This design comes from an exercise in tuning for small area, a short achievable clock period and few clock cycles per item on the open sky130 flow, not from production work.
Function was checked by simulation only, so behaviour that the tests miss may differ from the original.
No activity file was given, so power comes from the tool's default toggle rates.

==> flow/design.v <==
module cvu_contexts (
    input  wire        clk,
    input  wire        rst,
    input  wire        req_valid,
    output wire        req_ready,
    input  wire        req_write,
    input  wire [7:0]  req_waddr,    
    input  wire [31:0] req_wdata,
    input  wire [3:0]  req_be,
    output wire        rsp_valid,
    output wire [31:0] rsp_rdata
);
    localparam [2:0] R_CFG    = 3'd0;
    localparam [2:0] R_CMD    = 3'd1;
    localparam [2:0] R_FEED   = 3'd2;
    localparam [2:0] R_STATE  = 3'd3;
    localparam [2:0] R_RESULT = 3'd4;
    localparam [2:0] R_COUNT  = 3'd5;
    localparam [1:0] ALG_CRC32C = 2'd0;
    localparam [1:0] ALG_CRC32  = 2'd1;
    localparam [1:0] ALG_CRC16  = 2'd2;
    localparam [1:0] ST_IDLE = 2'd0;
    localparam [1:0] ST_EXEC = 2'd1;
    localparam [1:0] ST_RESP = 2'd2;
    function [31:0] crc_byte;
        input [31:0] s_in;
        input [7:0]  x;
        input [1:0]  alg;
        reg   [31:0] s;
        reg   [15:0] h;
        integer i;
        begin
            if (alg == ALG_CRC16) begin
                h = s_in[15:0] ^ {x, 8'h00};
                for (i = 0; i < 8; i = i + 1)
                    h = h[15] ? ((h << 1) ^ 16'h1021) : (h << 1);
                crc_byte = {16'h0000, h};
            end else begin
                s = s_in ^ {24'h000000, x};
                for (i = 0; i < 8; i = i + 1)
                    s = s[0] ? ((s >> 1) ^ ((alg == ALG_CRC32) ? 32'hEDB88320 : 32'h82F63B78))
                             : (s >> 1);
                crc_byte = s;
            end
        end
    endfunction
    wire [16*32-1:0] s_all;
    wire [16*32-1:0] cnt_all;
    wire [16*2-1:0]  alg_all;
    wire [15:0]      swap_all;
    reg [5:0]  dg_q;             
    reg [1:0]  state_q;
    reg        op_write_q;
    reg [7:0]  op_waddr_q;
    reg [31:0] op_wdata_q;
    reg [3:0]  op_lanes_q;       
    reg [31:0] rdata_q;
    wire       op_is_ctx = (op_waddr_q >= 8'h40) && (op_waddr_q < 8'hC0);
    wire [7:0] op_ctx_off = op_waddr_q - 8'h40;
    wire [3:0] op_ctx    = op_ctx_off[6:3];
    wire [2:0] op_reg    = op_ctx_off[2:0];
    wire [31:0] cur_s    = s_all[32*op_ctx +: 32];
    wire [31:0] cur_cnt  = cnt_all[32*op_ctx +: 32];
    wire [1:0]  cur_alg  = alg_all[2*op_ctx +: 2];
    wire        cur_swap = swap_all[op_ctx];
    wire        cur_16   = (cur_alg == ALG_CRC16);
    reg [1:0] lane;
    always @(*) begin
        lane = 2'd0;
        if (cur_swap) begin
            if      (op_lanes_q[3]) lane = 2'd3;
            else if (op_lanes_q[2]) lane = 2'd2;
            else if (op_lanes_q[1]) lane = 2'd1;
            else                    lane = 2'd0;
        end else begin
            if      (op_lanes_q[0]) lane = 2'd0;
            else if (op_lanes_q[1]) lane = 2'd1;
            else if (op_lanes_q[2]) lane = 2'd2;
            else                    lane = 2'd3;
        end
    end
    wire [7:0]  feed_byte  = op_wdata_q[8*lane +: 8];
    wire [31:0] feed_s     = crc_byte(cur_s, feed_byte, cur_alg);
    wire [3:0]  lanes_left = op_lanes_q & ~(4'b0001 << lane);
    wire exec     = (state_q == ST_EXEC);
    wire do_ctx_w = exec && op_write_q && op_is_ctx;
    wire do_feed  = do_ctx_w && (op_reg == R_FEED) && (op_lanes_q != 4'b0000);
    wire do_init  = do_ctx_w && (op_reg == R_CMD) && op_wdata_q[0];
    wire do_cfg   = do_ctx_w && (op_reg == R_CFG);
    wire do_st_w  = do_ctx_w && (op_reg == R_STATE);
    wire do_cnt_w = do_ctx_w && (op_reg == R_COUNT);
    reg [31:0] rd_val;
    always @(*) begin
        rd_val = 32'h0;
        if (op_waddr_q == 8'h01) begin
            rd_val = {26'h0, dg_q};
        end else if (op_is_ctx) begin
            case (op_reg)
                R_CFG:    rd_val = {27'h0, cur_swap, 2'b00, cur_alg};
                R_STATE:  rd_val = cur_16 ? {16'h0, cur_s[15:0]} : cur_s;
                R_RESULT: rd_val = cur_16 ? {16'h0, cur_s[15:0]} : ~cur_s;
                R_COUNT:  rd_val = cur_cnt;
                default:  rd_val = 32'h0;
            endcase
        end
    end
    genvar c;
    generate
        for (c = 0; c < 16; c = c + 1) begin : g_ctx
            wire sel = (op_ctx == c);
            reg [31:0] s_q;
            reg [31:0] cnt_q;
            reg [1:0]  alg_q;
            reg        swap_q;
            assign s_all[32*c +: 32]  = s_q;
            assign cnt_all[32*c +: 32] = cnt_q;
            assign alg_all[2*c +: 2]  = alg_q;
            assign swap_all[c]        = swap_q;
            always @(posedge clk) begin
                if (rst) begin
                    s_q    <= 32'h0;
                    cnt_q  <= 32'h0;
                    alg_q  <= 2'd0;
                    swap_q <= 1'b0;
                end else if (sel) begin
                    if (do_cfg) begin
                        alg_q  <= op_wdata_q[1:0];
                        swap_q <= op_wdata_q[4];
                    end
                    if (do_init) begin
                        s_q   <= cur_16 ? 32'h0000FFFF : 32'hFFFFFFFF;
                        cnt_q <= 32'h0;
                    end
                    if (do_st_w)
                        s_q <= cur_16 ? {16'h0, op_wdata_q[15:0]} : op_wdata_q;
                    if (do_cnt_w)
                        cnt_q <= op_wdata_q;
                    if (do_feed) begin
                        s_q   <= feed_s;
                        cnt_q <= cur_cnt + 32'd1;
                    end
                end
            end
        end
    endgenerate
    always @(posedge clk) begin
        if (rst) begin
            state_q    <= ST_IDLE;
            dg_q       <= 6'h0;
            op_write_q <= 1'b0;
            op_waddr_q <= 8'h0;
            op_wdata_q <= 32'h0;
            op_lanes_q <= 4'h0;
            rdata_q    <= 32'h0;
        end else begin
            case (state_q)
                ST_IDLE: begin
                    if (req_valid) begin
                        op_write_q <= req_write;
                        op_waddr_q <= req_waddr;
                        op_wdata_q <= req_wdata;
                        op_lanes_q <= req_be;
                        state_q    <= ST_EXEC;
                    end
                end
                ST_EXEC: begin
                    if (op_write_q) begin
                        rdata_q <= 32'h0;
                        if (op_waddr_q == 8'h01)
                            dg_q <= op_wdata_q[5:0];
                        if (do_feed) begin
                            op_lanes_q <= lanes_left;
                            if (lanes_left == 4'b0000)
                                state_q <= ST_RESP;
                        end else begin
                            state_q <= ST_RESP;
                        end
                    end else begin
                        rdata_q <= rd_val;
                        state_q <= ST_RESP;
                    end
                end
                default: begin
                    state_q <= ST_IDLE;
                end
            endcase
        end
    end
    assign req_ready = (state_q == ST_IDLE);
    assign rsp_valid = (state_q == ST_RESP);
    assign rsp_rdata = rdata_q;
endmodule
==> flow/run.sh <==
#!/bin/bash
# synth_recipe.tcl (not shown) runs the flow's synth.tcl, then flattens the netlist and writes it again
# the make line also repeats each setting of config.mk as NAME=value (left out here)
make -C /OpenROAD-flow-scripts/flow DESIGN_CONFIG=/design/flow/config.mk WORK_HOME=/design/flow/orfs CLKGATE_MAP_FILE= SYNTH_SCRIPT=/design/flow/synth_recipe.tcl finish
==> flow/config.mk <==
export PLATFORM = sky130hd
export DESIGN_NAME = cvu_contexts
export DESIGN_NICKNAME = cvu_contexts
export VERILOG_FILES = /design/flow/design.v
export SDC_FILE = /design/flow/constraint.sdc
export NUM_CORES = 4
export LEC_CHECK = 0
export CAP_MARGIN = 20
export CORE_MARGIN = 2
export CORE_UTILIZATION = 45
export PLACE_DENSITY = 0.6
export SLEW_MARGIN = 20
==> flow/constraint.sdc <==
create_clock -name core_clock -period 8.0 [get_ports {clk}]
set_input_delay 1.6000 -clock core_clock [delete_from_list [all_inputs] [get_ports {clk}]]
set_output_delay 1.6000 -clock core_clock [all_outputs]
set_load 0.01 [all_outputs]
==> impl_results.md <==
- Status: complete, no violations
- Clk Latency, worst-skew pair: 0.75 ns
- Crit path DAT: 6.49 ns
- Cells after Synth: 5529
- Fin crit share: 73.8%
- Post-DR wirelength/cell: 26.9 um
- Drt first pass iters: 6
- Antenna Nets Post-Route: 0
- Gr usage total: 30.2%
- Fin Hold WS: 0.450 ns
- Nets: 5368
- # resized after CTS: 0
- Synthesis Warnings: 1
- Clk buf depth: 3
- Synth async-reset ratio: 0%
- Slew @ Worst Pin: 1.18 ns
- Worst setup SP type: flip-flop
- RSZ-0062 raised after global routing: false
- Tmin final: 5.91 ns
- Crit path capture type: flip-flop
- Final setup margin: 2.09 ns
- CP Cell Sequence: mux4_2 > mux2i_4 > o22ai_4 > a32o_1 > a221oi_1 > a21oi_1 > nor2_1 > buf_4 > xor2_1 > xnor2_1 > xnor2_1 > xnor2_1 > nor2_2 > o32ai_1
- Area grow syn2layout: 10.8%
- Die area: 120000 um2
- LEAKAGE: 18.9 nW
- Max VDD drop: 0.175 mV
- Root buf cell: clkbuf_16
- FP Rows: 125
- Share of cells above drive strength 1: 14.8%
- Final Setup Violations: 0
- Sequential area share after synthesis: 43.9%
- Largest net degree at the start of global routing: 199
- CTS Hold Buffers Added: 0
- Vias per cell: 6.28
- Post-detail-place hpwl: 112000 um
- Fin Setup TNS: 0 ns
- Most frequent cells in the layout: dfxtp_1, nand2_1, nor2_1
- Fillers: 10699
- Type of the tightest min-delay check: reg2reg
- Kind of critical path: reg2reg
- CP Max Fanout: 16
- Grt total ovfl: 0
- Post-CTS Setup Repair Bufs: 0
- Routability cong.: 1.02
- F_max: 169 MHz
- Top_reg_cell synth: dfxtp_1
- WP data required: 8.58 ns
- Die width: 346 um
- H-Tree Depth: 3
- MaxCap Viol Count: 0
- I/O pins: 82
- Detailed Route WL: 186000 um
- Pwr Density: 224 nW/um2
- Layout Utilization: 50.3%
- Clk_skew: 0.0420 ns
- Delay-heaviest family, CP: compound AO/OA/AOI/OAI gates
- Buf/Inv on CP: 1
- Fin. Hold Viols: 0
- Starting Density: 45.4%
- Port bufs: 81
- Initial antenna violation count: 1
- Crit-path most repeated cell: xnor2_1
- Worst path max stage delay: 0.78 ns
- Synth cell types: 88
- Syn Nets: 5579
- Most common library cell in the layout ignoring fill and taps: dfxtp_1
- Vias in the first global route: 41218
- Die Height: 346 um
- Clock sinks: 1157
- Routed vias: 43559
- CP max-delay cell: dfxtp_1
- Max Slew Vio Count: 0
- Total power: 13.1 mW
- Max_slew headroom: 20.9%
- First-pass GRT wire length: 276000 um
- FF+latch count, synth: 1157
- Synth Cell Area: 52800 um2
- Avg Inst Size Synth: 9.54 um2
- CTS tree: built
- Number of synthesized flops with an enable pin: 0
- 1st-iter DRT viols: 5334
- CORE AREA: 116000 um2
- Pre-CTS setup slack: 2.22 ns
- CTS Buf Count: 116
- Register clock-pin slew on the reported worst setup and hold paths: 0.06 ns
- # DRC: 0
==> cell type report <==
cell class	instances	area, um2	share of cell area, %
Timing Repair Buffer	235	2060	3.52
Clock buffer	172	3440	5.88
Multi-Input combinational cell	3786	27300	46.7
Tap cell	1524	1910	3.26
Antenna cell	1	2.50	0.00428
Clock inverter	36	493	0.843
Inverter	22	95.1	0.163
Sequential cell	1157	23200	39.6
==> state kept, by name (all words and copies together), names as in the netlist <==
register      count
g_ctx.cnt_q     512
op_write_q        1
rdata_q          32
g_ctx.s_q       512
op_lanes_q        4
state_q           2
op_waddr_q        8
op_wdata_q       32
g_ctx.alg_q      32
dg_q              6
g_ctx.swap_q     16
==> kinds of logic after synthesis <==
kind of cell             Yosys count  share of synthesized area, %
AND/OR/NAND/NOR                 1684                          13.0
AO/OA/AOI/OAI                   1547                          19.3
flip-flops                      1157                          43.9
buffers and inverters            586                          4.93
multiplexers                     370                          14.9
XOR/XNOR                         182                          3.86
adder cells (fa/ha/maj)            3                        0.0664
==> final timing paths <==
check	from	endpoint	slack, ns	cells after the start
worst min register to register	g_ctx[6].s_q[14]	g_ctx[6].s_q[14]	0.45	2
worst min-delay path	g_ctx[6].s_q[14]	g_ctx[6].s_q[14]	0.45	2
worst max register to register	op_waddr_q[6]	g_ctx[13].s_q[22]	2.09	14
worst max-delay path	op_waddr_q[6]	g_ctx[13].s_q[22]	2.09	14
==> routing by layer <==
metal  global-route usage, %  vias to the layer above  share of wire (%)
li1                        -                    19660                  -
met1                    41.2                    21463                 41
met2                    47.2                     1973                 45
met3                    5.38                      463                8.7
met4                    13.0                        0                4.9
met5                       0                        -                  0
==> cell usage after synthesis (all sizes together), types with 47 or more instances <==
library cell / number / area (um2)
dfxtp: 1157 / 23200
nand2: 793 / 2980
nor2: 611 / 2340
a21oi: 485 / 2500
clkbuf: 437 / 1640
a211oi: 378 / 2840
mux4: 329 / 7410
o21ai: 260 / 1310
nand3: 132 / 661
buf: 127 / 880
o32ai: 124 / 1120
xnor2: 114 / 1110
a22oi: 64 / 480
o22ai: 52 / 339
xor2: 47 / 445
==> where the power goes <==
group / total [mW] / switching, mW / internal (mW)
clock: 5.64 / 2.38 / 3.26
sequential: 5.84 / 0.0676 / 5.78
combinational: 1.61 / 0.996 / 0.617
==> tightest hold or removal path, cell delays in order (launching register included) <==
cell and delay [ns]:
dfxtp_1 0.30, nand2_1 0.05, a21oi_1 0.05
==> per-stage QoR <==
stage	std cells	cell area, um2
floorplan	5529	52800
global placement	6720	54500
detailed placement	6723	54500
CTS	6931	58400
global route	6932	58500
finish	6933	58500
Testbench counts, summed over its fixed seeds: cycles 106,955, accesses 24,000.

-- afterwards: timing with drivers on the ports --
No port has a modelled driver above. Below, the same layout with a new extraction and two added sets of constraints.
Step 1, drivers: a clkbuf_16 drives clk and a buf_2 each remaining input, both assumed.
Step 2, shift: input delay + t, output delay - t, t = (earliest + latest rising clock arrival at the registers) / 2. This alone moves slack from input paths to output paths.
Three values: no drivers, after step 1, after step 2; two values: the first two.
shift t [ns]: 0.798
setup WS [ns]: 2.094 / 2.094 / 2.094
worst data-port slew with drivers (ns): 0.07
After both steps this run still meets setup and hold. For this run, drivers alone change the setup slack by 0.000 ns; drivers and shift together by 0.000 ns.
